Context: an optimization exercise on an open-source flow, tuned for small area and a short achievable clock period. The choices shown serve that exercise and are no tape-out recipe.
Only simulation tests tie the RTL to the original design; equivalence was not proved.
No activity file was given, so power comes from the tool's default toggle rates.

### flow/run.sh
#!/bin/bash
# Layout flow: the standard ORFS flow (standard.sh, which reads the
# settings of config.mk) with two changes:
#  - a setup slack margin for ORFS's timing repair (repair_timing in
#    floorplan, CTS and global route): the repair then works on every path
#    longer than 75 - 58.5 = 16.5 ns, so it shortens the stages of this
#    design rather than stopping at the 75 ns clock period. The clock period
#    and the constraints stay the design's; gate cloning is skipped;
#  - the port buffers that the standard flow puts on every input and output
#    port are of the smallest buffer cell.
# All of make's output, including every tool's log, goes to flow_make.log
# here; ORFS keeps each step's own log under orfs/logs.
set -uo pipefail
bash standard.sh SETUP_SLACK_MARGIN=58.5 SKIP_GATE_CLONING=1 \
    "BUFFER_PORTS_ARGS=-buffer_cell sky130_fd_sc_hd__buf_1" finish > flow_make.log 2>&1
### standard.sh
#!/bin/bash
# synth_recipe.tcl (not shown) runs the flow's synth.tcl, then flattens the netlist and writes it again
# the make line also repeats each setting of config.mk as NAME=value (left out here)
make -C /OpenROAD-flow-scripts/flow DESIGN_CONFIG=/design/flow/config.mk WORK_HOME=/design/flow/orfs CLKGATE_MAP_FILE= SYNTH_SCRIPT=/design/flow/synth_recipe.tcl "${@:-finish}"
### config.mk
export PLATFORM = sky130hd
export DESIGN_NAME = block_quantiser
export DESIGN_NICKNAME = block_quantiser
export VERILOG_FILES = /design/flow/design.v
export SDC_FILE = /design/flow/constraint.sdc
export NUM_CORES = 8
export LEC_CHECK = 0
export ABC_AREA = 1
export CAP_MARGIN = 40
export CORE_MARGIN = 2
export CORE_UTILIZATION = 46
export CTS_CLUSTER_DIAMETER = 120
export CTS_CLUSTER_SIZE = 22
export PLACE_DENSITY = 0.66
export SLEW_MARGIN = 40
### constraint.sdc
create_clock -name core_clock -period 75.0 [get_ports {clk}]
set_input_delay 15.0000 -clock core_clock [delete_from_list [all_inputs] [get_ports {clk}]]
set_output_delay 15.0000 -clock core_clock [all_outputs]
set_load 0.01 [all_outputs]
### design.v
module block_quantiser (
    input  wire         clk,
    input  wire         rst,            
    input  wire         in_valid,
    input  wire [511:0] in_data,        
    input  wire [1:0]   in_fmt,         
    input  wire [2:0]   in_esc_shift,   
    input  wire [31:0]  in_outlier,     
    input  wire         in_blight,
    output reg          out_valid,
    output reg  [15:0]  out_scale,      
    output reg  [255:0] out_codes,      
    output reg  [1:0]   out_esc_count,
    output reg  [4:0]   out_esc0_pos,
    output reg  [15:0]  out_esc0_val,
    output reg  [4:0]   out_esc1_pos,
    output reg  [15:0]  out_esc1_val
);
    integer i, b;
    function [31:0] kbit(input [479:0] keys, input integer bb);
        integer k;
        begin
            for (k = 0; k < 32; k = k + 1) kbit[k] = keys[15*k + bb];
        end
    endfunction
    function [47:0] elim(input [31:0] al_in, input [479:0] keys,
                         input integer hb, input integer lb);
        reg [31:0] al, x1, x0;
        reg [15:0] v;
        reg d1, d0;
        integer bb;
        begin
            al = al_in;
            v  = 16'd0;
            for (bb = hb; bb > lb; bb = bb - 2) begin
                x1 = kbit(keys, bb);
                x0 = kbit(keys, bb - 1);
                d1 = |(al & x1);
                d0 = d1 ? |(al & x1 & x0) : |(al & x0);
                al = al & (x1 | {32{~d1}}) & (x0 | {32{~d0}});
                v  = {v[13:0], d1, d0};
            end
            if (((hb - lb) % 2) == 0) begin
                x1 = kbit(keys, lb);
                d1 = |(al & x1);
                al = al & (x1 | {32{~d1}});
                v  = {v[14:0], d1};
            end
            elim = {v, al};
        end
    endfunction
    function ge15(input [14:0] a, input [14:0] b);
        integer k;
        reg r;
        begin
            r = 1'b1;
            for (k = 0; k < 15; k = k + 1)
                r = (a[k] & ~b[k]) | (~(~a[k] & b[k]) & r);
            ge15 = r;
        end
    endfunction
    function [5:0] dstep(input [5:0] h, input [4:0] dv);
        integer k;
        reg [5:0] bw;
        reg [4:0] df;
        reg g;
        begin
            bw[0] = 1'b0;
            for (k = 0; k < 5; k = k + 1) begin
                df[k]   = h[k] ^ dv[k] ^ bw[k];
                bw[k+1] = (~h[k] & dv[k]) | (~h[k] & bw[k]) | (dv[k] & bw[k]);
            end
            g = h[5] | ~bw[5];
            dstep = {g, g ? df : h[4:0]};
        end
    endfunction
    function automatic [1:0] cnt2_r(input [31:0] v, input integer lo, input integer n);
        reg [1:0] x, y;
        begin
            if (n == 1) cnt2_r = {1'b0, v[lo]};
            else begin
                x = cnt2_r(v, lo, n / 2);
                y = cnt2_r(v, lo + n / 2, n - n / 2);
                cnt2_r = {x[1] | y[1] | (x[0] & y[0]), x[0] | y[0]};
            end
        end
    endfunction
    function [1:0] cnt2(input [31:0] v);
        cnt2 = cnt2_r(v, 0, 32);
    endfunction
    function automatic [2:0] cnt4_r(input [31:0] v, input integer lo, input integer n);
        reg [2:0] x, y;
        reg [3:0] z;
        begin
            if (n == 1) cnt4_r = {2'b00, v[lo]};
            else begin
                x = cnt4_r(v, lo, n / 2);
                y = cnt4_r(v, lo + n / 2, n - n / 2);
                z = {1'b0, x} + {1'b0, y};
                cnt4_r = (z > 4'd4) ? 3'd4 : z[2:0];
            end
        end
    endfunction
    function [2:0] cnt4(input [31:0] v);
        cnt4 = cnt4_r(v, 0, 32);
    endfunction
    function [4:0] enc32(input [31:0] v);
        integer k;
        reg [4:0] p;
        begin
            p = 5'd0;
            for (k = 0; k < 32; k = k + 1)
                if (v[k]) p = p | k[4:0];
            enc32 = p;
        end
    endfunction
    function automatic [32:0] first1_r(input [31:0] v, input integer lo, input integer n);
        reg [32:0] x, y;
        begin
            first1_r = 33'd0;
            if (n == 1) first1_r = {v[lo], 31'd0, v[lo]};
            else begin
                x = first1_r(v, lo, n / 2);
                y = first1_r(v, lo + n / 2, n - n / 2);
                first1_r[32] = x[32] | y[32];
                first1_r[31:0] = x[31:0] | ((x[32] ? 32'd0 : y[31:0]) << (n / 2));
            end
        end
    endfunction
    function [31:0] first1(input [31:0] v);
        reg [32:0] f;
        begin
            f = first1_r(v, 0, 32);
            first1 = f[31:0];
        end
    endfunction
    function exceeds(input [14:0] big, input [14:0] nxt, input [2:0] sh);
        reg [8:0] ne;
        begin
            ne = {1'b0, nxt[14:7]} + {5'd0, sh} + 9'd1;
            if (nxt[14:7] == 8'd0)
                exceeds = (big[14:7] != 8'd0);
            else
                exceeds = ({1'b0, big} > {ne, nxt[6:0]});
        end
    endfunction
    function [7:0] bq_dm(input [8:0] idx);
        begin
            case (idx)
            9'd0: bq_dm = 8'h53;
            9'd1: bq_dm = 8'h53;
            9'd2: bq_dm = 8'h53;
            9'd3: bq_dm = 8'h53;
            9'd4: bq_dm = 8'h53;
            9'd5: bq_dm = 8'h53;
            9'd6: bq_dm = 8'h54;
            9'd7: bq_dm = 8'h54;
            9'd8: bq_dm = 8'h54;
            9'd9: bq_dm = 8'h54;
            9'd10: bq_dm = 8'h54;
            9'd11: bq_dm = 8'h54;
            9'd12: bq_dm = 8'h54;
            9'd13: bq_dm = 8'h55;
            9'd14: bq_dm = 8'h55;
            9'd15: bq_dm = 8'h55;
            9'd16: bq_dm = 8'h55;
            9'd17: bq_dm = 8'h55;
            9'd18: bq_dm = 8'h55;
            9'd19: bq_dm = 8'h55;
            9'd20: bq_dm = 8'h56;
            9'd21: bq_dm = 8'h56;
            9'd22: bq_dm = 8'h56;
            9'd23: bq_dm = 8'h56;
            9'd24: bq_dm = 8'h56;
            9'd25: bq_dm = 8'h56;
            9'd26: bq_dm = 8'h56;
            9'd27: bq_dm = 8'h57;
            9'd28: bq_dm = 8'h57;
            9'd29: bq_dm = 8'h57;
            9'd30: bq_dm = 8'h57;
            9'd31: bq_dm = 8'h57;
            9'd32: bq_dm = 8'h57;
            9'd33: bq_dm = 8'h57;
            9'd34: bq_dm = 8'h58;
            9'd35: bq_dm = 8'h58;
            9'd36: bq_dm = 8'h58;
            9'd37: bq_dm = 8'h58;
            9'd38: bq_dm = 8'h58;
            9'd39: bq_dm = 8'h58;
            9'd40: bq_dm = 8'h58;
            9'd41: bq_dm = 8'h59;
            9'd42: bq_dm = 8'h59;
            9'd43: bq_dm = 8'h59;
            9'd44: bq_dm = 8'h59;
            9'd45: bq_dm = 8'h59;
            9'd46: bq_dm = 8'h59;
            9'd47: bq_dm = 8'h59;
            9'd48: bq_dm = 8'h5a;
            9'd49: bq_dm = 8'h5a;
            9'd50: bq_dm = 8'h5a;
            9'd51: bq_dm = 8'h5a;
            9'd52: bq_dm = 8'h5a;
            9'd53: bq_dm = 8'h5a;
            9'd54: bq_dm = 8'h5a;
            9'd55: bq_dm = 8'h5b;
            9'd56: bq_dm = 8'h5b;
            9'd57: bq_dm = 8'h5b;
            9'd58: bq_dm = 8'h5b;
            9'd59: bq_dm = 8'h5b;
            9'd60: bq_dm = 8'h5b;
            9'd61: bq_dm = 8'h5b;
            9'd62: bq_dm = 8'h5c;
            9'd63: bq_dm = 8'h5c;
            9'd64: bq_dm = 8'h5c;
            9'd65: bq_dm = 8'h5c;
            9'd66: bq_dm = 8'h5c;
            9'd67: bq_dm = 8'h5c;
            9'd68: bq_dm = 8'h5c;
            9'd69: bq_dm = 8'h5d;
            9'd70: bq_dm = 8'h5d;
            9'd71: bq_dm = 8'h5d;
            9'd72: bq_dm = 8'h5d;
            9'd73: bq_dm = 8'h5d;
            9'd74: bq_dm = 8'h5d;
            9'd75: bq_dm = 8'h5d;
            9'd76: bq_dm = 8'h5e;
            9'd77: bq_dm = 8'h5e;
            9'd78: bq_dm = 8'h5e;
            9'd79: bq_dm = 8'h5e;
            9'd80: bq_dm = 8'h5e;
            9'd81: bq_dm = 8'h5e;
            9'd82: bq_dm = 8'h5e;
            9'd83: bq_dm = 8'h5f;
            9'd84: bq_dm = 8'h5f;
            9'd85: bq_dm = 8'h5f;
            9'd86: bq_dm = 8'h5f;
            9'd87: bq_dm = 8'h5f;
            9'd88: bq_dm = 8'h5f;
            9'd89: bq_dm = 8'h5f;
            9'd90: bq_dm = 8'h60;
            9'd91: bq_dm = 8'h60;
            9'd92: bq_dm = 8'h60;
            9'd93: bq_dm = 8'h60;
            9'd94: bq_dm = 8'h60;
            9'd95: bq_dm = 8'h60;
            9'd96: bq_dm = 8'h60;
            9'd97: bq_dm = 8'h61;
            9'd98: bq_dm = 8'h61;
            9'd99: bq_dm = 8'h61;
            9'd100: bq_dm = 8'h61;
            9'd101: bq_dm = 8'h61;
            9'd102: bq_dm = 8'h61;
            9'd103: bq_dm = 8'h61;
            9'd104: bq_dm = 8'h61;
            9'd105: bq_dm = 8'h61;
            9'd106: bq_dm = 8'h61;
            9'd107: bq_dm = 8'h61;
            9'd108: bq_dm = 8'h61;
            9'd109: bq_dm = 8'h61;
            9'd110: bq_dm = 8'h61;
            9'd111: bq_dm = 8'h62;
            9'd112: bq_dm = 8'h62;
            9'd113: bq_dm = 8'h62;
            9'd114: bq_dm = 8'h62;
            9'd115: bq_dm = 8'h62;
            9'd116: bq_dm = 8'h62;
            9'd117: bq_dm = 8'h62;
            9'd118: bq_dm = 8'h62;
            9'd119: bq_dm = 8'h62;
            9'd120: bq_dm = 8'h62;
            9'd121: bq_dm = 8'h62;
            9'd122: bq_dm = 8'h62;
            9'd123: bq_dm = 8'h62;
            9'd124: bq_dm = 8'h62;
            9'd125: bq_dm = 8'h63;
            9'd126: bq_dm = 8'h63;
            9'd127: bq_dm = 8'h63;
            9'd128: bq_dm = 8'h66;
            9'd129: bq_dm = 8'h66;
            9'd130: bq_dm = 8'h66;
            9'd131: bq_dm = 8'h66;
            9'd132: bq_dm = 8'h66;
            9'd133: bq_dm = 8'h67;
            9'd134: bq_dm = 8'h67;
            9'd135: bq_dm = 8'h67;
            9'd136: bq_dm = 8'h67;
            9'd137: bq_dm = 8'h67;
            9'd138: bq_dm = 8'h67;
            9'd139: bq_dm = 8'h68;
            9'd140: bq_dm = 8'h68;
            9'd141: bq_dm = 8'h68;
            9'd142: bq_dm = 8'h68;
            9'd143: bq_dm = 8'h68;
            9'd144: bq_dm = 8'h68;
            9'd145: bq_dm = 8'h69;
            9'd146: bq_dm = 8'h69;
            9'd147: bq_dm = 8'h69;
            9'd148: bq_dm = 8'h69;
            9'd149: bq_dm = 8'h69;
            9'd150: bq_dm = 8'h69;
            9'd151: bq_dm = 8'h6a;
            9'd152: bq_dm = 8'h6a;
            9'd153: bq_dm = 8'h6a;
            9'd154: bq_dm = 8'h6a;
            9'd155: bq_dm = 8'h6a;
            9'd156: bq_dm = 8'h6a;
            9'd157: bq_dm = 8'h6b;
            9'd158: bq_dm = 8'h6b;
            9'd159: bq_dm = 8'h6b;
            9'd160: bq_dm = 8'h6b;
            9'd161: bq_dm = 8'h6b;
            9'd162: bq_dm = 8'h6b;
            9'd163: bq_dm = 8'h6c;
            9'd164: bq_dm = 8'h6c;
            9'd165: bq_dm = 8'h6c;
            9'd166: bq_dm = 8'h6c;
            9'd167: bq_dm = 8'h6c;
            9'd168: bq_dm = 8'h6c;
            9'd169: bq_dm = 8'h6d;
            9'd170: bq_dm = 8'h6d;
            9'd171: bq_dm = 8'h6d;
            9'd172: bq_dm = 8'h6d;
            9'd173: bq_dm = 8'h6d;
            9'd174: bq_dm = 8'h6d;
            9'd175: bq_dm = 8'h6e;
            9'd176: bq_dm = 8'h6e;
            9'd177: bq_dm = 8'h6e;
            9'd178: bq_dm = 8'h6e;
            9'd179: bq_dm = 8'h6e;
            9'd180: bq_dm = 8'h6e;
            9'd181: bq_dm = 8'h6f;
            9'd182: bq_dm = 8'h6f;
            9'd183: bq_dm = 8'h6f;
            9'd184: bq_dm = 8'h6f;
            9'd185: bq_dm = 8'h6f;
            9'd186: bq_dm = 8'h6f;
            9'd187: bq_dm = 8'h70;
            9'd188: bq_dm = 8'h70;
            9'd189: bq_dm = 8'h70;
            9'd190: bq_dm = 8'h70;
            9'd191: bq_dm = 8'h70;
            9'd192: bq_dm = 8'h70;
            9'd193: bq_dm = 8'h71;
            9'd194: bq_dm = 8'h71;
            9'd195: bq_dm = 8'h71;
            9'd196: bq_dm = 8'h71;
            9'd197: bq_dm = 8'h71;
            9'd198: bq_dm = 8'h71;
            9'd199: bq_dm = 8'h71;
            9'd200: bq_dm = 8'h71;
            9'd201: bq_dm = 8'h71;
            9'd202: bq_dm = 8'h71;
            9'd203: bq_dm = 8'h71;
            9'd204: bq_dm = 8'h71;
            9'd205: bq_dm = 8'h72;
            9'd206: bq_dm = 8'h72;
            9'd207: bq_dm = 8'h72;
            9'd208: bq_dm = 8'h72;
            9'd209: bq_dm = 8'h72;
            9'd210: bq_dm = 8'h72;
            9'd211: bq_dm = 8'h72;
            9'd212: bq_dm = 8'h72;
            9'd213: bq_dm = 8'h72;
            9'd214: bq_dm = 8'h72;
            9'd215: bq_dm = 8'h72;
            9'd216: bq_dm = 8'h72;
            9'd217: bq_dm = 8'h73;
            9'd218: bq_dm = 8'h73;
            9'd219: bq_dm = 8'h73;
            9'd220: bq_dm = 8'h73;
            9'd221: bq_dm = 8'h73;
            9'd222: bq_dm = 8'h73;
            9'd223: bq_dm = 8'h73;
            9'd224: bq_dm = 8'h73;
            9'd225: bq_dm = 8'h73;
            9'd226: bq_dm = 8'h73;
            9'd227: bq_dm = 8'h73;
            9'd228: bq_dm = 8'h73;
            9'd229: bq_dm = 8'h74;
            9'd230: bq_dm = 8'h74;
            9'd231: bq_dm = 8'h74;
            9'd232: bq_dm = 8'h74;
            9'd233: bq_dm = 8'h74;
            9'd234: bq_dm = 8'h74;
            9'd235: bq_dm = 8'h74;
            9'd236: bq_dm = 8'h74;
            9'd237: bq_dm = 8'h74;
            9'd238: bq_dm = 8'h74;
            9'd239: bq_dm = 8'h74;
            9'd240: bq_dm = 8'h74;
            9'd241: bq_dm = 8'h75;
            9'd242: bq_dm = 8'h75;
            9'd243: bq_dm = 8'h75;
            9'd244: bq_dm = 8'h75;
            9'd245: bq_dm = 8'h75;
            9'd246: bq_dm = 8'h75;
            9'd247: bq_dm = 8'h75;
            9'd248: bq_dm = 8'h75;
            9'd249: bq_dm = 8'h75;
            9'd250: bq_dm = 8'h75;
            9'd251: bq_dm = 8'h75;
            9'd252: bq_dm = 8'h75;
            9'd253: bq_dm = 8'h76;
            9'd254: bq_dm = 8'h76;
            9'd255: bq_dm = 8'h76;
            9'd256: bq_dm = 8'h80;
            9'd257: bq_dm = 8'h81;
            9'd258: bq_dm = 8'h81;
            9'd259: bq_dm = 8'h81;
            9'd260: bq_dm = 8'h81;
            9'd261: bq_dm = 8'h81;
            9'd262: bq_dm = 8'h81;
            9'd263: bq_dm = 8'h81;
            9'd264: bq_dm = 8'h81;
            9'd265: bq_dm = 8'h82;
            9'd266: bq_dm = 8'h82;
            9'd267: bq_dm = 8'h82;
            9'd268: bq_dm = 8'h82;
            9'd269: bq_dm = 8'h82;
            9'd270: bq_dm = 8'h82;
            9'd271: bq_dm = 8'h82;
            9'd272: bq_dm = 8'h82;
            9'd273: bq_dm = 8'h83;
            9'd274: bq_dm = 8'h83;
            9'd275: bq_dm = 8'h83;
            9'd276: bq_dm = 8'h83;
            9'd277: bq_dm = 8'h83;
            9'd278: bq_dm = 8'h83;
            9'd279: bq_dm = 8'h83;
            9'd280: bq_dm = 8'h83;
            9'd281: bq_dm = 8'h84;
            9'd282: bq_dm = 8'h84;
            9'd283: bq_dm = 8'h84;
            9'd284: bq_dm = 8'h84;
            9'd285: bq_dm = 8'h84;
            9'd286: bq_dm = 8'h84;
            9'd287: bq_dm = 8'h84;
            9'd288: bq_dm = 8'h84;
            9'd289: bq_dm = 8'h85;
            9'd290: bq_dm = 8'h85;
            9'd291: bq_dm = 8'h85;
            9'd292: bq_dm = 8'h85;
            9'd293: bq_dm = 8'h85;
            9'd294: bq_dm = 8'h85;
            9'd295: bq_dm = 8'h85;
            9'd296: bq_dm = 8'h85;
            9'd297: bq_dm = 8'h86;
            9'd298: bq_dm = 8'h86;
            9'd299: bq_dm = 8'h86;
            9'd300: bq_dm = 8'h86;
            9'd301: bq_dm = 8'h86;
            9'd302: bq_dm = 8'h86;
            9'd303: bq_dm = 8'h86;
            9'd304: bq_dm = 8'h86;
            9'd305: bq_dm = 8'h87;
            9'd306: bq_dm = 8'h87;
            9'd307: bq_dm = 8'h87;
            9'd308: bq_dm = 8'h87;
            9'd309: bq_dm = 8'h87;
            9'd310: bq_dm = 8'h87;
            9'd311: bq_dm = 8'h87;
            9'd312: bq_dm = 8'h87;
            9'd313: bq_dm = 8'h88;
            9'd314: bq_dm = 8'h88;
            9'd315: bq_dm = 8'h88;
            9'd316: bq_dm = 8'h88;
            9'd317: bq_dm = 8'h88;
            9'd318: bq_dm = 8'h88;
            9'd319: bq_dm = 8'h88;
            9'd320: bq_dm = 8'h88;
            9'd321: bq_dm = 8'h89;
            9'd322: bq_dm = 8'h89;
            9'd323: bq_dm = 8'h89;
            9'd324: bq_dm = 8'h89;
            9'd325: bq_dm = 8'h89;
            9'd326: bq_dm = 8'h89;
            9'd327: bq_dm = 8'h89;
            9'd328: bq_dm = 8'h89;
            9'd329: bq_dm = 8'h8a;
            9'd330: bq_dm = 8'h8a;
            9'd331: bq_dm = 8'h8a;
            9'd332: bq_dm = 8'h8a;
            9'd333: bq_dm = 8'h8a;
            9'd334: bq_dm = 8'h8a;
            9'd335: bq_dm = 8'h8a;
            9'd336: bq_dm = 8'h8a;
            9'd337: bq_dm = 8'h8b;
            9'd338: bq_dm = 8'h8b;
            9'd339: bq_dm = 8'h8b;
            9'd340: bq_dm = 8'h8b;
            9'd341: bq_dm = 8'h8b;
            9'd342: bq_dm = 8'h8b;
            9'd343: bq_dm = 8'h8b;
            9'd344: bq_dm = 8'h8b;
            9'd345: bq_dm = 8'h8c;
            9'd346: bq_dm = 8'h8c;
            9'd347: bq_dm = 8'h8c;
            9'd348: bq_dm = 8'h8c;
            9'd349: bq_dm = 8'h8c;
            9'd350: bq_dm = 8'h8c;
            9'd351: bq_dm = 8'h8c;
            9'd352: bq_dm = 8'h8c;
            9'd353: bq_dm = 8'h8d;
            9'd354: bq_dm = 8'h8d;
            9'd355: bq_dm = 8'h8d;
            9'd356: bq_dm = 8'h8d;
            9'd357: bq_dm = 8'h8d;
            9'd358: bq_dm = 8'h8d;
            9'd359: bq_dm = 8'h8d;
            9'd360: bq_dm = 8'h8d;
            9'd361: bq_dm = 8'h8e;
            9'd362: bq_dm = 8'h8e;
            9'd363: bq_dm = 8'h8e;
            9'd364: bq_dm = 8'h8e;
            9'd365: bq_dm = 8'h8e;
            9'd366: bq_dm = 8'h8e;
            9'd367: bq_dm = 8'h8e;
            9'd368: bq_dm = 8'h8e;
            9'd369: bq_dm = 8'h8f;
            9'd370: bq_dm = 8'h8f;
            9'd371: bq_dm = 8'h8f;
            9'd372: bq_dm = 8'h8f;
            9'd373: bq_dm = 8'h8f;
            9'd374: bq_dm = 8'h8f;
            9'd375: bq_dm = 8'h8f;
            9'd376: bq_dm = 8'h8f;
            9'd377: bq_dm = 8'h90;
            9'd378: bq_dm = 8'h90;
            9'd379: bq_dm = 8'h90;
            9'd380: bq_dm = 8'h90;
            9'd381: bq_dm = 8'h90;
            9'd382: bq_dm = 8'h90;
            9'd383: bq_dm = 8'h90;
            9'd384: bq_dm = 8'h11;
            9'd385: bq_dm = 8'h11;
            9'd386: bq_dm = 8'h11;
            9'd387: bq_dm = 8'h11;
            9'd388: bq_dm = 8'h11;
            9'd389: bq_dm = 8'h11;
            9'd390: bq_dm = 8'h11;
            9'd391: bq_dm = 8'h12;
            9'd392: bq_dm = 8'h12;
            9'd393: bq_dm = 8'h12;
            9'd394: bq_dm = 8'h12;
            9'd395: bq_dm = 8'h12;
            9'd396: bq_dm = 8'h12;
            9'd397: bq_dm = 8'h12;
            9'd398: bq_dm = 8'h12;
            9'd399: bq_dm = 8'h13;
            9'd400: bq_dm = 8'h13;
            9'd401: bq_dm = 8'h13;
            9'd402: bq_dm = 8'h13;
            9'd403: bq_dm = 8'h13;
            9'd404: bq_dm = 8'h13;
            9'd405: bq_dm = 8'h13;
            9'd406: bq_dm = 8'h13;
            9'd407: bq_dm = 8'h14;
            9'd408: bq_dm = 8'h14;
            9'd409: bq_dm = 8'h14;
            9'd410: bq_dm = 8'h14;
            9'd411: bq_dm = 8'h14;
            9'd412: bq_dm = 8'h14;
            9'd413: bq_dm = 8'h14;
            9'd414: bq_dm = 8'h14;
            9'd415: bq_dm = 8'h15;
            9'd416: bq_dm = 8'h15;
            9'd417: bq_dm = 8'h15;
            9'd418: bq_dm = 8'h15;
            9'd419: bq_dm = 8'h15;
            9'd420: bq_dm = 8'h15;
            9'd421: bq_dm = 8'h15;
            9'd422: bq_dm = 8'h15;
            9'd423: bq_dm = 8'h16;
            9'd424: bq_dm = 8'h16;
            9'd425: bq_dm = 8'h16;
            9'd426: bq_dm = 8'h16;
            9'd427: bq_dm = 8'h16;
            9'd428: bq_dm = 8'h16;
            9'd429: bq_dm = 8'h16;
            9'd430: bq_dm = 8'h16;
            9'd431: bq_dm = 8'h17;
            9'd432: bq_dm = 8'h17;
            9'd433: bq_dm = 8'h17;
            9'd434: bq_dm = 8'h17;
            9'd435: bq_dm = 8'h17;
            9'd436: bq_dm = 8'h17;
            9'd437: bq_dm = 8'h17;
            9'd438: bq_dm = 8'h17;
            9'd439: bq_dm = 8'h18;
            9'd440: bq_dm = 8'h18;
            9'd441: bq_dm = 8'h18;
            9'd442: bq_dm = 8'h18;
            9'd443: bq_dm = 8'h18;
            9'd444: bq_dm = 8'h18;
            9'd445: bq_dm = 8'h18;
            9'd446: bq_dm = 8'h18;
            9'd447: bq_dm = 8'h19;
            9'd448: bq_dm = 8'h19;
            9'd449: bq_dm = 8'h19;
            9'd450: bq_dm = 8'h19;
            9'd451: bq_dm = 8'h19;
            9'd452: bq_dm = 8'h19;
            9'd453: bq_dm = 8'h19;
            9'd454: bq_dm = 8'h19;
            9'd455: bq_dm = 8'h1a;
            9'd456: bq_dm = 8'h1a;
            9'd457: bq_dm = 8'h1a;
            9'd458: bq_dm = 8'h1a;
            9'd459: bq_dm = 8'h1a;
            9'd460: bq_dm = 8'h1a;
            9'd461: bq_dm = 8'h1a;
            9'd462: bq_dm = 8'h1a;
            9'd463: bq_dm = 8'h1b;
            9'd464: bq_dm = 8'h1b;
            9'd465: bq_dm = 8'h1b;
            9'd466: bq_dm = 8'h1b;
            9'd467: bq_dm = 8'h1b;
            9'd468: bq_dm = 8'h1b;
            9'd469: bq_dm = 8'h1b;
            9'd470: bq_dm = 8'h1b;
            9'd471: bq_dm = 8'h1c;
            9'd472: bq_dm = 8'h1c;
            9'd473: bq_dm = 8'h1c;
            9'd474: bq_dm = 8'h1c;
            9'd475: bq_dm = 8'h1c;
            9'd476: bq_dm = 8'h1c;
            9'd477: bq_dm = 8'h1c;
            9'd478: bq_dm = 8'h1c;
            9'd479: bq_dm = 8'h1d;
            9'd480: bq_dm = 8'h1d;
            9'd481: bq_dm = 8'h1d;
            9'd482: bq_dm = 8'h1d;
            9'd483: bq_dm = 8'h1d;
            9'd484: bq_dm = 8'h1d;
            9'd485: bq_dm = 8'h1d;
            9'd486: bq_dm = 8'h1d;
            9'd487: bq_dm = 8'h1e;
            9'd488: bq_dm = 8'h1e;
            9'd489: bq_dm = 8'h1e;
            9'd490: bq_dm = 8'h1e;
            9'd491: bq_dm = 8'h1e;
            9'd492: bq_dm = 8'h1e;
            9'd493: bq_dm = 8'h1e;
            9'd494: bq_dm = 8'h1e;
            9'd495: bq_dm = 8'h1f;
            9'd496: bq_dm = 8'h1f;
            9'd497: bq_dm = 8'h1f;
            9'd498: bq_dm = 8'h1f;
            9'd499: bq_dm = 8'h1f;
            9'd500: bq_dm = 8'h1f;
            9'd501: bq_dm = 8'h1f;
            9'd502: bq_dm = 8'h1f;
            9'd503: bq_dm = 8'h20;
            9'd504: bq_dm = 8'h20;
            9'd505: bq_dm = 8'h20;
            9'd506: bq_dm = 8'h20;
            9'd507: bq_dm = 8'h20;
            9'd508: bq_dm = 8'h20;
            9'd509: bq_dm = 8'h20;
            9'd510: bq_dm = 8'h20;
            9'd511: bq_dm = 8'h21;
            default: bq_dm = 8'h00;
            endcase
        end
    endfunction
    function [479:0] keys_of(input [511:0] d);
        integer k;
        begin
            for (k = 0; k < 32; k = k + 1) keys_of[15*k +: 15] = d[16*k +: 15];
        end
    endfunction
    function [31:0] signs_of(input [511:0] d);
        integer k;
        begin
            for (k = 0; k < 32; k = k + 1) signs_of[k] = d[16*k + 15];
        end
    endfunction
    function [31:0] exp_ff(input [511:0] d);
        integer k;
        begin
            for (k = 0; k < 32; k = k + 1) exp_ff[k] = (d[16*k+14 -: 8] == 8'hFF);
        end
    endfunction
    function [31:0] exp_nz(input [511:0] d);
        integer k;
        begin
            for (k = 0; k < 32; k = k + 1) exp_nz[k] = (d[16*k+14 -: 8] != 8'h00);
        end
    endfunction
    function [15:0] nfval(input [31:0] sel, input [511:0] d);
        integer k;
        reg s, n;
        begin
            s = 1'b0;
            n = 1'b0;
            for (k = 0; k < 32; k = k + 1) begin
                s = s | (sel[k] & d[16*k+15]);
                n = n | (sel[k] & (d[16*k +: 7] != 7'd0));
            end
            nfval = n ? 16'h7FC0 : {s, 15'h7F80};
        end
    endfunction
    reg         r0_valid;
    reg [511:0] r0_data;
    reg [1:0]   r0_fmt;
    reg [2:0]   r0_shift;
    reg [31:0]  r0_outlier;
    reg         r0_blight;
    always @(posedge clk) begin
        if (rst) r0_valid <= 1'b0;
        else     r0_valid <= in_valid;
        r0_data    <= in_data;
        r0_fmt     <= in_fmt;
        r0_shift   <= in_esc_shift;
        r0_outlier <= in_outlier;
        r0_blight  <= in_blight;
    end
    wire [479:0] a_key = keys_of(r0_data);
    wire [31:0]  a_ff  = exp_ff(r0_data);
    wire [31:0]  a_nf  = ~r0_outlier & a_ff;
    wire [31:0]  a_ok  = ~r0_outlier & ~a_ff & exp_nz(r0_data);
    wire [2:0]   a_nfc = cnt4(a_nf);                   
    wire [2:0]   a_cc  = cnt4(~r0_outlier & ~a_ff);    
    wire [47:0]  a_e0  = elim(a_ok, a_key, 14, 7);
    wire [31:0]  a_L0  = a_e0[31:0];
    wire [47:0]  a_f0  = elim(a_L0, a_key, 6, 0);
    wire [47:0]  a_e1  = elim(a_ok & ~a_L0, a_key, 14, 7);
    reg         ra_valid;
    reg [511:0] ra_data;
    reg [31:0]  ra_ok, ra_nf;
    reg [2:0]   ra_nfc, ra_cc;
    reg [14:0]  ra_t0;
    reg [31:0]  ra_L0, ra_L1;
    reg [7:0]   ra_E1;
    reg [1:0]   ra_fmt;
    reg [2:0]   ra_shift;
    reg         ra_blight;
    always @(posedge clk) begin
        if (rst) ra_valid <= 1'b0;
        else     ra_valid <= r0_valid;
        ra_data   <= r0_data;
        ra_ok     <= a_ok;
        ra_nf     <= a_nf;
        ra_nfc    <= a_nfc;
        ra_cc     <= a_cc;
        ra_t0     <= {a_e0[39:32], a_f0[38:32]};
        ra_L0     <= a_L0;
        ra_L1     <= a_e1[31:0];
        ra_E1     <= a_e1[39:32];
        ra_fmt    <= r0_fmt;
        ra_shift  <= r0_shift;
        ra_blight <= r0_blight;
    end
    wire [479:0] b_key = keys_of(ra_data);
    wire [47:0]  b_f1  = elim(ra_L1, b_key, 6, 0);
    wire [14:0]  b_t1  = {ra_E1, b_f1[38:32]};
    wire [47:0]  b_e2  = elim(ra_ok & ~ra_L0 & ~ra_L1, b_key, 14, 7);
    wire [31:0]  b_L2  = b_e2[31:0];
    wire [7:0]   b_E2  = b_e2[39:32];
    wire [47:0]  b_f2  = elim(b_L2, b_key, 6, 0);
    wire [14:0]  b_t2  = {b_E2, b_f2[38:32]};
    wire [31:0]  b_ok3 = ra_ok & ~ra_L0 & ~ra_L1 & ~b_L2;
    reg  [8:0]  b_thr_e;
    reg         b_low;
    reg  [31:0] b_reach;
    always @* begin
        b_thr_e = {1'b0, b_E2} - {6'd0, ra_shift} - 9'd1;    
        b_low   = b_thr_e[8] || b_thr_e == 9'd0;           
        for (i = 0; i < 32; i = i + 1)
            b_reach[i] = b_ok3[i] && (b_low || ge15(b_key[15*i +: 15], {b_thr_e[7:0], b_t2[6:0]}));
    end
    wire [1:0] b_n0 = cnt2(ra_L0);
    wire [1:0] b_n1 = cnt2(ra_L1);
    wire [1:0] b_n2 = cnt2(b_L2);
    wire b_e01 = (ra_cc >= 3'd2) && b_n0[0] && !b_n0[1] && exceeds(ra_t0, b_t1, ra_shift);
    wire b_e12 = (ra_cc >= 3'd3) && b_n1[0] && !b_n1[1] && exceeds(b_t1, b_t2, ra_shift);
    wire b_e23 = (ra_cc >= 3'd4) && b_n2[0] && !b_n2[1] && !(|b_reach);
    wire b_nonfinite = (ra_nfc >= 3'd3);
    wire b_add0 = b_e01 && (ra_nfc <= 3'd1);
    wire b_add1 = b_add0 && b_e12 && (ra_nfc == 3'd0);
    wire b_promote = (b_e01 && ra_nfc == 3'd2) ||
                     (b_add0 && b_e12 && ra_nfc == 3'd1) ||
                     (b_add1 && b_e23);
    wire b_x0 = b_add0 && !b_promote;            
    wire b_x1 = b_add1 && !b_promote;            
    wire [14:0] b_amax = b_x1 ? b_t2 : (b_x0 ? b_t1 : ra_t0);
    wire [1:0]  b_fmt  = b_promote ? 2'd3 : ra_fmt;
    wire [31:0] b_esc  = ra_nf | (b_x0 ? ra_L0 : 32'd0) | (b_x1 ? ra_L1 : 32'd0);
    wire [31:0] b_nfa  = first1(ra_nf);
    wire [31:0] b_nfb  = first1(ra_nf & ~b_nfa);
    wire [4:0]  b_pnfa = enc32(b_nfa);
    wire [4:0]  b_pnfb = enc32(b_nfb);
    wire [4:0]  b_p0   = enc32(ra_L0);
    wire [4:0]  b_p1   = enc32(ra_L1);
    wire [15:0] b_vnfa = nfval(b_nfa, ra_data);
    wire [15:0] b_vnfb = nfval(b_nfb, ra_data);
    wire [15:0] b_v0   = {|(ra_L0 & signs_of(ra_data)), ra_t0};
    wire [15:0] b_v1   = {|(ra_L1 & signs_of(ra_data)), b_t1};
    reg [1:0]  b_cnt;
    reg [4:0]  b_pa, b_pb;
    reg [15:0] b_va, b_vb;
    always @* begin
        b_cnt = b_nonfinite ? 2'd0 : (b_x1 ? 2'd2 : (ra_nfc[1:0] + {1'b0, b_x0}));
        if (b_x1) begin
            if (b_p1 < b_p0) begin
                b_pa = b_p1; b_va = b_v1; b_pb = b_p0; b_vb = b_v0;
            end else begin
                b_pa = b_p0; b_va = b_v0; b_pb = b_p1; b_vb = b_v1;
            end
        end else if (b_x0 && ra_nfc == 3'd1) begin
            if (b_p0 < b_pnfa) begin
                b_pa = b_p0; b_va = b_v0; b_pb = b_pnfa; b_vb = b_vnfa;
            end else begin
                b_pa = b_pnfa; b_va = b_vnfa; b_pb = b_p0; b_vb = b_v0;
            end
        end else if (b_x0) begin
            b_pa = b_p0; b_va = b_v0; b_pb = b_p0; b_vb = b_v0;
        end else begin
            b_pa = b_pnfa; b_va = b_vnfa; b_pb = b_pnfb; b_vb = b_vnfb;
        end
        if (b_cnt < 2'd2) begin
            b_pb = 5'd0; b_vb = 16'd0;
        end
        if (b_cnt == 2'd0) begin
            b_pa = 5'd0; b_va = 16'd0;
        end
    end
    reg         rb_valid;
    reg [511:0] rb_data;
    reg [31:0]  rb_ok;
    reg [31:0]  rb_esc;
    reg [14:0]  rb_amax;
    reg [1:0]   rb_fmt;
    reg         rb_nonfinite;
    reg         rb_promote;
    reg         rb_blight;
    reg [1:0]   rb_cnt;
    reg [4:0]   rb_p0, rb_p1;
    reg [15:0]  rb_v0, rb_v1;
    always @(posedge clk) begin
        if (rst) rb_valid <= 1'b0;
        else     rb_valid <= ra_valid;
        rb_data      <= ra_data;
        rb_ok        <= ra_ok & ~b_esc;
        rb_esc       <= b_esc;
        rb_amax      <= b_amax;
        rb_fmt       <= b_fmt;
        rb_nonfinite <= b_nonfinite;
        rb_promote   <= b_promote;
        rb_blight    <= ra_blight;
        rb_cnt       <= b_cnt;
        rb_p0        <= b_pa;
        rb_v0        <= b_va;
        rb_p1        <= b_pb;
        rb_v1        <= b_vb;
    end
    localparam integer CSTEPS = 2;
    wire [7:0] c_dm = bq_dm({rb_fmt, rb_amax[6:0]});
    reg  [9:0] c_en;
    reg  [7:0] c_e;
    reg  [3:0] c_m;
    always @* begin
        c_en = {2'b00, rb_amax[14:7]} + {6'd0, c_dm[7:4]} - 10'd8;
        if (rb_amax[14:7] == 8'd0) begin
            c_e = 8'd0;   c_m = 4'd0;
        end else if (c_en[9] || c_en == 10'd0) begin
            c_e = 8'd1;   c_m = 4'd0;
        end else if (c_en > 10'd254) begin
            c_e = 8'd254; c_m = 4'd15;
        end else begin
            c_e = c_en[7:0]; c_m = c_dm[3:0];
        end
    end
    wire [7:0] c_em1 = c_e - 8'd1;
    wire [3:0] c_c4  = c_e[3:0] + 4'd7;
    wire [4:0] c_dv  = {1'b1, c_m};
    reg [12:0] c_r [0:31];
    reg [6:0]  c_q [0:31];
    reg [12:0] cr;
    reg [5:0]  cst;
    reg [3:0]  u;
    reg        okq;
    always @* begin
        for (i = 0; i < 32; i = i + 1) begin
            okq = rb_ok[i] && ge15({rb_data[16*i+14 -: 8], 7'd0}, {c_em1, 7'd0}) && (c_e != 8'd0);
            u   = c_c4 - rb_data[16*i+10 -: 4];
            cr   = okq ? ({1'b1, rb_data[16*i +: 7], 5'd0} >> u) : 13'd0;
            c_q[i] = 7'd0;
            for (b = 6; b > 6 - CSTEPS; b = b - 1) begin
                cst = dstep(cr[b+1 +: 6], c_dv);
                c_q[i][b] = cst[5];
                cr[b+1 +: 6] = {1'b0, cst[4:0]};
            end
            c_r[i] = cr;
        end
    end
    reg         rc_valid;
    reg [12:0]  rc_r [0:31];
    reg [6:0]   rc_q [0:31];
    reg [31:0]  rc_sign;
    reg [31:0]  rc_esc;
    reg [7:0]   rc_e;
    reg [3:0]   rc_m;
    reg [1:0]   rc_fmt;
    reg         rc_nonfinite;
    reg         rc_promote;
    reg         rc_blight;
    reg [1:0]   rc_cnt;
    reg [4:0]   rc_p0, rc_p1;
    reg [15:0]  rc_v0, rc_v1;
    always @(posedge clk) begin
        if (rst) rc_valid <= 1'b0;
        else     rc_valid <= rb_valid;
        for (i = 0; i < 32; i = i + 1) begin
            rc_r[i] <= c_r[i] & ((13'd1 << (13 - CSTEPS)) - 13'd1);
            rc_q[i] <= c_q[i] & ~((7'd1 << (7 - CSTEPS)) - 7'd1);
        end
        rc_sign      <= signs_of(rb_data);
        rc_esc       <= rb_esc;
        rc_e         <= c_e;
        rc_m         <= c_m;
        rc_fmt       <= rb_fmt;
        rc_nonfinite <= rb_nonfinite;
        rc_promote   <= rb_promote;
        rc_blight    <= rb_blight;
        rc_cnt       <= rb_cnt;
        rc_p0        <= rb_p0;
        rc_v0        <= rb_v0;
        rc_p1        <= rb_p1;
        rc_v1        <= rb_v1;
    end
    wire [4:0] d_dv = {1'b1, rc_m};
    reg [7:0]  code8 [0:31];
    reg [12:0] dr;
    reg [5:0]  dst;
    reg [6:0]  q;
    reg        rbit;
    always @* begin
        for (i = 0; i < 32; i = i + 1) begin
            dr = rc_r[i];
            q = rc_q[i];
            for (b = 6 - CSTEPS; b >= 0; b = b - 1) begin
                dst = dstep(dr[b+1 +: 6], d_dv);
                q[b] = dst[5];
                dr[b+1 +: 6] = {1'b0, dst[4:0]};
            end
            dst  = dstep(dr[5:0], d_dv);
            rbit = dst[5];
            if (rc_esc[i])
                code8[i] = 8'h80;
            else
                code8[i] = ({1'b0, q} ^ {8{rc_sign[i]}}) + {7'd0, rc_sign[i] ^ rbit};
        end
    end
    reg [255:0] codes;
    always @* begin
        codes = 256'd0;
        for (i = 0; i < 32; i = i + 1) begin
            case (rc_fmt)
                2'd0: codes[4*i +: 4] = {code8[i][7], code8[i][2:0]};
                2'd1: codes[3*i +: 3] = {code8[i][7], code8[i][1:0]};
                2'd2: codes[2*i +: 2] = {code8[i][7], code8[i][0]};
                default: codes[8*i +: 8] = code8[i];
            endcase
        end
    end
    always @(posedge clk) begin
        if (rst) out_valid <= 1'b0;
        else     out_valid <= rc_valid;
        if (rc_nonfinite) begin
            out_scale <= {8'hFF, 4'd0, 1'b0, 1'b0, rc_blight, 1'b0};
            out_codes <= 256'd0;
        end else begin
            out_scale <= {rc_e, rc_m, (rc_cnt != 2'd0), rc_promote, rc_blight, 1'b0};
            out_codes <= codes;
        end
        out_esc_count <= rc_cnt;
        out_esc0_pos  <= rc_p0;
        out_esc0_val  <= rc_v0;
        out_esc1_pos  <= rc_p1;
        out_esc1_val  <= rc_v1;
    end
endmodule
==> results of run 1 <==
[cells by family (layout without fill, tap and decap cells)]
| kind of cell | count (synthesis) | after routing | synth area share (%) |
|---|---|---|---|
| compound gates | 3749 | 3749 | 12.33 |
| xor+xnor | 341 | 341 | 1.734 |
| fa+ha+maj | 1634 | 1634 | 15.04 |
| buf+inv | 4277 | 5570 | 9.544 |
| flops | 2726 | 2726 | 31.68 |
| mux | 388 | 388 | 2.279 |
| other cells | 1 | 417 | 0.002177 |
| simple gates | 11000 | 11000 | 27.39 |
[worst register-to-register path, delay by kind of cell, from the launching register on]
kind / cells / cell delay [ns]
simple gates: 58 / 11.20
buf+inv: 18 / 4.10
compound gates: 7 / 1.29
flops: 1 / 0.68
[layout make-up]
| type | count | area (sq um) | share of cell area [%] |
|---|---|---|---|
| Antenna cell | 416 | 1041 | 0.5281 |
| Clock buffer | 163 | 3939 | 1.998 |
| Clock inverter | 29 | 365.4 | 0.1854 |
| Inverter | 3707 | 14050 | 7.127 |
| Multi-Input combinational cell | 17110 | 105200 | 53.36 |
| Sequential cell | 2726 | 54960 | 27.88 |
| Tap cell | 4972 | 6221 | 3.156 |
| Timing Repair Buffer | 1671 | 11350 | 5.761 |
[Yosys cell counts, drive strengths merged, types with 8 or more instances]
| master | count |
|---|---|
| o211ai | 146 |
| o21bai | 11 |
| nor2 | 2396 |
| clkinv | 25 |
| fa | 738 |
| nor3 | 188 |
| a221oi | 51 |
| or2 | 146 |
| xnor2 | 55 |
| a21oi | 1102 |
| a22oi | 52 |
| o221ai | 60 |
| buf | 191 |
| a211oi | 111 |
| ha | 864 |
| a22o | 10 |
| a21o | 9 |
| o22ai | 436 |
| and3 | 37 |
| nor4 | 243 |
| a31oi | 87 |
| dfxtp | 2726 |
| a2111oi | 11 |
| nand4 | 596 |
| o21ai | 1525 |
| mux2i | 355 |
| xor2 | 286 |
| or3 | 9 |
| mux2 | 33 |
| o21a | 24 |
| a21boi | 25 |
| inv | 3682 |
| o2111ai | 45 |
| and2 | 8 |
| clkbuf | 379 |
| maj3 | 32 |
| nand2 | 5475 |
| nand3b | 119 |
| nand3 | 1769 |
[cells in the final DEF, fill, tap and decap left out, types with 160 or more instances in the layout]
cell	instances
a21oi_1	965
buf_1	747
buf_4	659
dfxtp_1	2531
diode_2	416
fa_1	738
ha_1	861
inv_1	3601
mux2i_1	355
nand2_1	5365
nand3_1	1578
nand4_1	595
nor2_1	2227
nor3_1	179
nor4_1	206
o21ai_0	1331
o21ai_1	160
o22ai_1	434
xor2_1	272
[flip-flops by register name, summed over array words and instances, names as in the netlist, 16 cells and up]
| name | flops |
|---|---|
| ra_data | 512 |
| rb_v1 | 16 |
| rb_esc | 32 |
| ra_L0 | 32 |
| rb_v0 | 16 |
| out_esc1_val | 16 |
| r0_data | 512 |
| rc_sign | 32 |
| out_esc0_val | 16 |
| ra_nf | 32 |
| rb_ok | 32 |
| out_codes | 256 |
| rc_r | 351 |
| rc_v0 | 16 |
| ra_ok | 32 |
| rc_esc | 32 |
| ra_L1 | 32 |
| rb_data | 512 |
| r0_outlier | 32 |
| rc_v1 | 16 |
| rc_q | 64 |
[routing by layer]
| metal | up-vias | GRT usage [%] | wire length, um | share of wire (%) |
|---|---|---|---|---|
| li1 | 81690 | - | - | - |
| met1 | 94680 | 66.45 | 400000 | 34 |
| met2 | 19400 | 79.67 | 444700 | 37 |
| met3 | 6411 | 31.33 | 190100 | 16 |
| met4 | 106 | 60.24 | 153500 | 13 |
| met5 | - | 3.561 | 2420 | 0.20 |
[path summary, 6_finish.rpt]
check                                     startpoint                   end
worst max register to register  r0_data[345]$_DFF_P_      ra_t0[0]$_DFF_P_
worst max-delay path            r0_data[345]$_DFF_P_      ra_t0[0]$_DFF_P_
worst min register to register  r0_data[287]$_DFF_P_  ra_data[287]$_DFF_P_
worst min-delay path            r0_data[287]$_DFF_P_  ra_data[287]$_DFF_P_
[power groups by stage]
| stage | registers (mW) | clock network [mW] | logic, mW |
|---|---|---|---|
| final | 1.84 | 0.950 | 8.95 |
| after global routing | 1.83 | 0.975 | 9.47 |
| after CTS | 1.81 | 0.928 | 8.20 |
| after detailed placement | 1.84 | 0 | 8.02 |
| after global placement | 1.84 | 0 | 7.66 |
| after floorplan | 1.80 | 0 | 5.06 |
[timing repair]
action | 4_1_cts | 5_1_grt
setup endpoints to repair | 254 | 217
resized for setup | 593 | 648
buffers inserted | 90 | 191
pin swaps | 25 | 78
==> metrics.yaml, run 1 <==
status:
  outcome: "finished clean"
pwr:
  p_int_mw: 4.487
  power.density_nw_per_um2: 59.58
  p_sw_mw: 7.257
  swShare_pct: 61.79
  ir_drop_v: 0.00006552
  totalPowerFinal_mw: 11.74
  seq_power_share_pct: 15.7
  p_leak_nw: 96.49
  p_comb_share_pct: 76.2
  clkPwrFrac_pct: 8.1
detailed_routing:
  ant_nets: 0
  drt_iter0_drc: 37590
  via_per_inst: 6.569
  firstDrtPassIters: 17
  via_count: 202300
  drc: 0
  wl_um: 1191000
  wl_per_cell_um: 38.67
cells_and_area:
  design_area_sq_um: 197100
  drive_gt1_share_pct: 8.927
  final.fill_count: 34660
  fin_util_pct: 52.92
  area_growth_pct: 14.42
  nets: 27520
  stdcell_count: 30790
critical_path:
  crit_cells: 83
  endpoint_kind: "flop"
  max_stage_delay_ns: 0.80
  reg2reg_setup_slack_ns: 57.64
  cp.required_ns: 75.88
  path_buf_inv: 18
  cp_common_cell: "nand2_1"
  cpMaxStageDelayCell: "nor3_2"
  critical_path_peak_fanout: 33
  critPathKind: "reg2reg"
  arrival_ns: 18.25
  crit_path_start_kind: "flop"
  reg2reg_depth: 83
  crit_family: "simple AND/OR/NAND/NOR gates"
die:
  die_h_um: 616.0
  ios: 870
  start_util_pct: 46.25
  die_area_sq_um: 379400
  die_x_um: 616.0
  rows: 224
  coreArea_sq_um: 372500
yosys:
  yosys_most_used_dff: "dfxtp_1"
  yosysWarnings: 6
  async_flop_share_pct: 0
  synth.avg_cell_area_sq_um: 7.144
  synth_cells: 24110
  syn_nets: 26270
  syn_area_sq_um: 172300
  synth_top_area_share_pct: 31.68
  synth_edf_count: 0
  synth_cell_type_count: 73
  synth_top_cell_by_area: "dfxtp_1"
  ys_ff_latch: 2726
  synthTopCellsByArea: "dfxtp_1 (32%), nand2_1 (12%), fa_1 (8.6%), inv_1 (7.9%), ha_1 (6.3%)"
  yosysSeqAreaShare_pct: 31.68
timing:
  slew_violations: 0
  slew_headroom_pct: 21.67
  period_share_pct: 23.15
  setup_viol: 0
  maxClockFrequency_mhz: 57.59
  timing.hold.ws_ns: 0.2962
  tns_ns: 0
  period_needed_ns: 17.36
  tightest_slew_ns: 1.167
  finalClockSkew_ns: 0.08466
  hold_viol: 0
  fin_ws_ns: 57.64
  rsz0062_at_grt: "true"
flow_run:
  cap_violations: 0
clock_network:
  cts_made_buffers: 153
  hold_buffers: 0
  cts_root_buf: "clkbuf_16"
  cts.sinks: 2726
  clock_latency_ns: 1.02
  cts_buffer_depth: 4
  h-tree-depth: 4
  clk_pin_slew_ns: 0.09
  cts_tree: "done"
global_routing:
  grt_pass1_vias: 181900
  grt_pass1_wl_um: 1556000
  grt_max_degree: 95
  antenna_found_initial: 282
  grt_overflow_total: 0
  track_usage_pct: 59.97
placed_design:
  hpwl_um: 956300
  dpl_cell_area_sq_um: 184000
  preCtsSetupSlack_ns: 51.02
  gp_congestion: 1.225
  dp_cells: 29900
  portBuffers: 868
worst_hold_path:
  hold_path.class: "reg2reg"
  hold_depth: 0
==> inputs of run 2 (changes only) <==
--- a/config.mk
+++ b/config.mk
@@ -8,8 +8,6 @@
 export ABC_AREA = 1
 export CAP_MARGIN = 40
 export CORE_MARGIN = 2
-export CORE_UTILIZATION = 46
-export CTS_CLUSTER_DIAMETER = 120
-export CTS_CLUSTER_SIZE = 22
-export PLACE_DENSITY = 0.66
+export CORE_UTILIZATION = 40
+export PLACE_DENSITY = 0.6
 export SLEW_MARGIN = 40
==> metrics.yaml, run 2 <==
status:
  outcome: "finished clean"
critical_path:
  crit_path_start_kind: "flop"
  cp_common_cell: "nand2_1"
  critPathKind: "reg2reg"
  critical_path_peak_fanout: 35
  cpMaxStageDelayCell: "nor4_4"
  endpoint_kind: "flop"
  max_stage_delay_ns: 0.74
  arrival_ns: 17.97
  cp.required_ns: 75.94
yosys:
  async_flop_share_pct: 0
  yosysWarnings: 6
  synthTopCellsByArea: "dfxtp_1 (32%), nand2_1 (12%), fa_1 (8.6%), inv_1 (7.9%), ha_1 (6.3%)"
  synth-compound-area-share_pct: 12.33
  synth_cell_type_count: 73
  syn_nets: 26270
  yosys_most_used_dff: "dfxtp_1"
  synth_fa_ha_area_share_pct: 15.04
  synthXorXnorAreaFrac_pct: 1.734
  synth.mux.area_fraction_pct: 2.279
  synth_common_cells: "nand2_1 (5,449), inv_1 (3,623), dfxtp_1 (2,726)"
  ys_ff_latch: 2726
  synth_top_cell_by_area: "dfxtp_1"
  synth_edf_count: 0
  yosysSeqAreaShare_pct: 31.68
  synth_cells: 24110
  synth_top_family_by_area: "simple AND/OR/NAND/NOR gates"
  synth.avg_cell_area_sq_um: 7.144
  syn_area_sq_um: 172300
  yosys.area_share.simple_pct: 27.39
  synth_top_area_share_pct: 31.68
  synth_most_common_cell: "nand2_1"
timing:
  maxClockFrequency_mhz: 58.73
  tns_ns: 0
  hold_viol: 0
  finalClockSkew_ns: 0.1029
  slew_headroom_pct: 23.42
  rsz0062_at_grt: "true"
  tightest_slew_ns: 1.145
  period_needed_ns: 17.03
  slew_violations: 0
  setup_viol: 0
  period_share_pct: 22.70
global_routing:
  grt_pass1_vias: 171700
  track_usage_pct: 51.98
  antenna_found_initial: 268
  grt_max_degree: 71
  grt_pass1_wl_um: 1531000
  grt_overflow_total: 0
detailed_routing:
  via_count: 193400
  wl_um: 1182000
  drc: 0
  wl_per_cell_um: 37.15
  ant_nets: 0
  drt_iter0_drc: 29160
  firstDrtPassIters: 14
  via_per_inst: 6.081
clock_network:
  cts_buffer_depth: 4
  clk_pin_slew_ns: 0.06
  hold_buffers: 0
  h-tree-depth: 5
  cts_root_buf: "clkbuf_16"
  cts_made_buffers: 316
  cts.sinks: 2726
  cts_tree: "done"
  clock_latency_ns: 1.06
die:
  rows: 241
  start_util_pct: 40.09
  die_area_sq_um: 435900
  ios: 870
  die_h_um: 660.2
  die_x_um: 660.2
  coreArea_sq_um: 429700
placed_design:
  hpwl_um: 964700
  gp_congestion: 1.209
  dpl_cell_area_sq_um: 184900
  portBuffers: 868
worst_hold_path:
  hold_path.class: "reg2reg"
cells_and_area:
  layout_common_cells: "nand2_1 (5,386), inv_1 (3,588), dfxtp_1 (2,459)"
  area_growth_pct: 18.61
  final.fill_count: 43550
  mostFrequentLayoutCell: "nand2_1"
  nets: 27620
  drive_gt1_share_pct: 10.25
  design_area_sq_um: 204300
  reg_top3: "r0_data x512, ra_data x512, rb_data x512"
pwr:
  p_leak_nw: 99.48
  ir_drop_v: 0.00006566
  power.density_nw_per_um2: 59.62
flow_run:
  cap_violations: 0
run 2: logic make-up after synthesis:
family | Yosys count
AOI/OAI and AO/OA | 3749
adders and majority gates | 1634
and+or+nand+nor | 11000
muxes | 388
buffers and inverters | 4277
other | 1
DFF | 2726
xor gates and xnor gates | 341
run 2: per-stage QoR:
stage	util [%]	std cells	hold WS, ns	total power [mW]	setup WS, ns
after floorplan	-	24110	0.3096	6.861	59.47
after global placement	42.85	30600	0.3102	9.709	48.40
after detailed placement	43.02	30620	0.3118	9.870	49.91
after CTS	46.54	31310	0.3220	11.71	58.47
after global routing	47.39	31520	0.3234	12.91	58.35
final	47.55	31800	0.3217	12.18	57.97
run 2: cell type report:
cell class,instances,area [sq um],area share (%)
sequential,2726,55040,26.94
clock inverter,187,2590,1.268
clock buffer,398,8741,4.278
tap,5710,7144,3.497
inverter,3707,14090,6.895
antenna,358,895.9,0.4384
timing repair buffer,1608,10980,5.374
multi-input combinational,17110,104900,51.32
run 2: path summary, 6_finish.rpt:
kind	slack (ns)	endpoint	from	cells past startpoint
worst max-delay path	57.97	ra_L1[8]$_DFF_P_	r0_data[296]$_DFF_P_	88
worst min-delay path	0.32	out_esc0_val[15]$_DFF_P_	rc_v0[15]$_DFF_P_	0
worst max register to register	57.97	ra_L1[8]$_DFF_P_	r0_data[296]$_DFF_P_	88
worst min register to register	0.32	out_esc0_val[15]$_DFF_P_	rc_v0[15]$_DFF_P_	0
run 2: timing repair:
action	in CTS	in global routing
endpoints found under the setup margin	319	174
resized for setup	790	491
pin swaps	42	79
cloned	0	0
setup buffers	111	125
run 2: critical path: cells and delay by family (launching register included):
kind | cells | cell delay [ns]
and+or+nand+nor | 61 | 10.95
DFF | 1 | 0.52
AOI/OAI and AO/OA | 6 | 1.22
buffers and inverters | 21 | 3.89
run 2: per-layer routing:
| metal | track usage (%) | vias to the layer above | routed length, um |
|---|---|---|---|
| li1 | - | 82050 | - |
| met1 | 60.82 | 91650 | 432000 |
| met2 | 69.76 | 15200 | 449200 |
| met3 | 22.72 | 4403 | 160000 |
| met4 | 49.86 | 106 | 139000 |
| met5 | 0.6760 | - | 1453 |
run 2: power breakdown:
group	internal [mW]	switching, mW	leakage, nW
Sequential	1.63	0.215	22.8
Clock	0.970	0.733	5.43
Combinational	2.40	6.23	71.3
Total	5.00	7.18	99.5

what the ideal ports hide:
Ports are ideal in the flow. The routed layouts listed here were re-timed in OpenROAD.
Step 1 assumes that a clkbuf_16 drives the clock port and a buf_2 every other input.
Step 2, shift: input delay + t, output delay - t, t = (earliest + latest rising clock arrival at the registers) / 2. This alone moves slack from input paths to output paths.
a / b / c = ideal ports / drivers / drivers and shift; a / b = the first two.
| run | t, ns | slack for setup (ns) | worst register clock-pin slew, ns |
|---|---|---|---|
| run 1 | 1.109 | 57.635 / 57.635 / 57.635 | 0.11 / 0.11 |
| run 2 | 1.138 | 57.974 / 57.974 / 57.974 | 0.08 / 0.08 |
After both steps setup and hold are still met in every run listed.
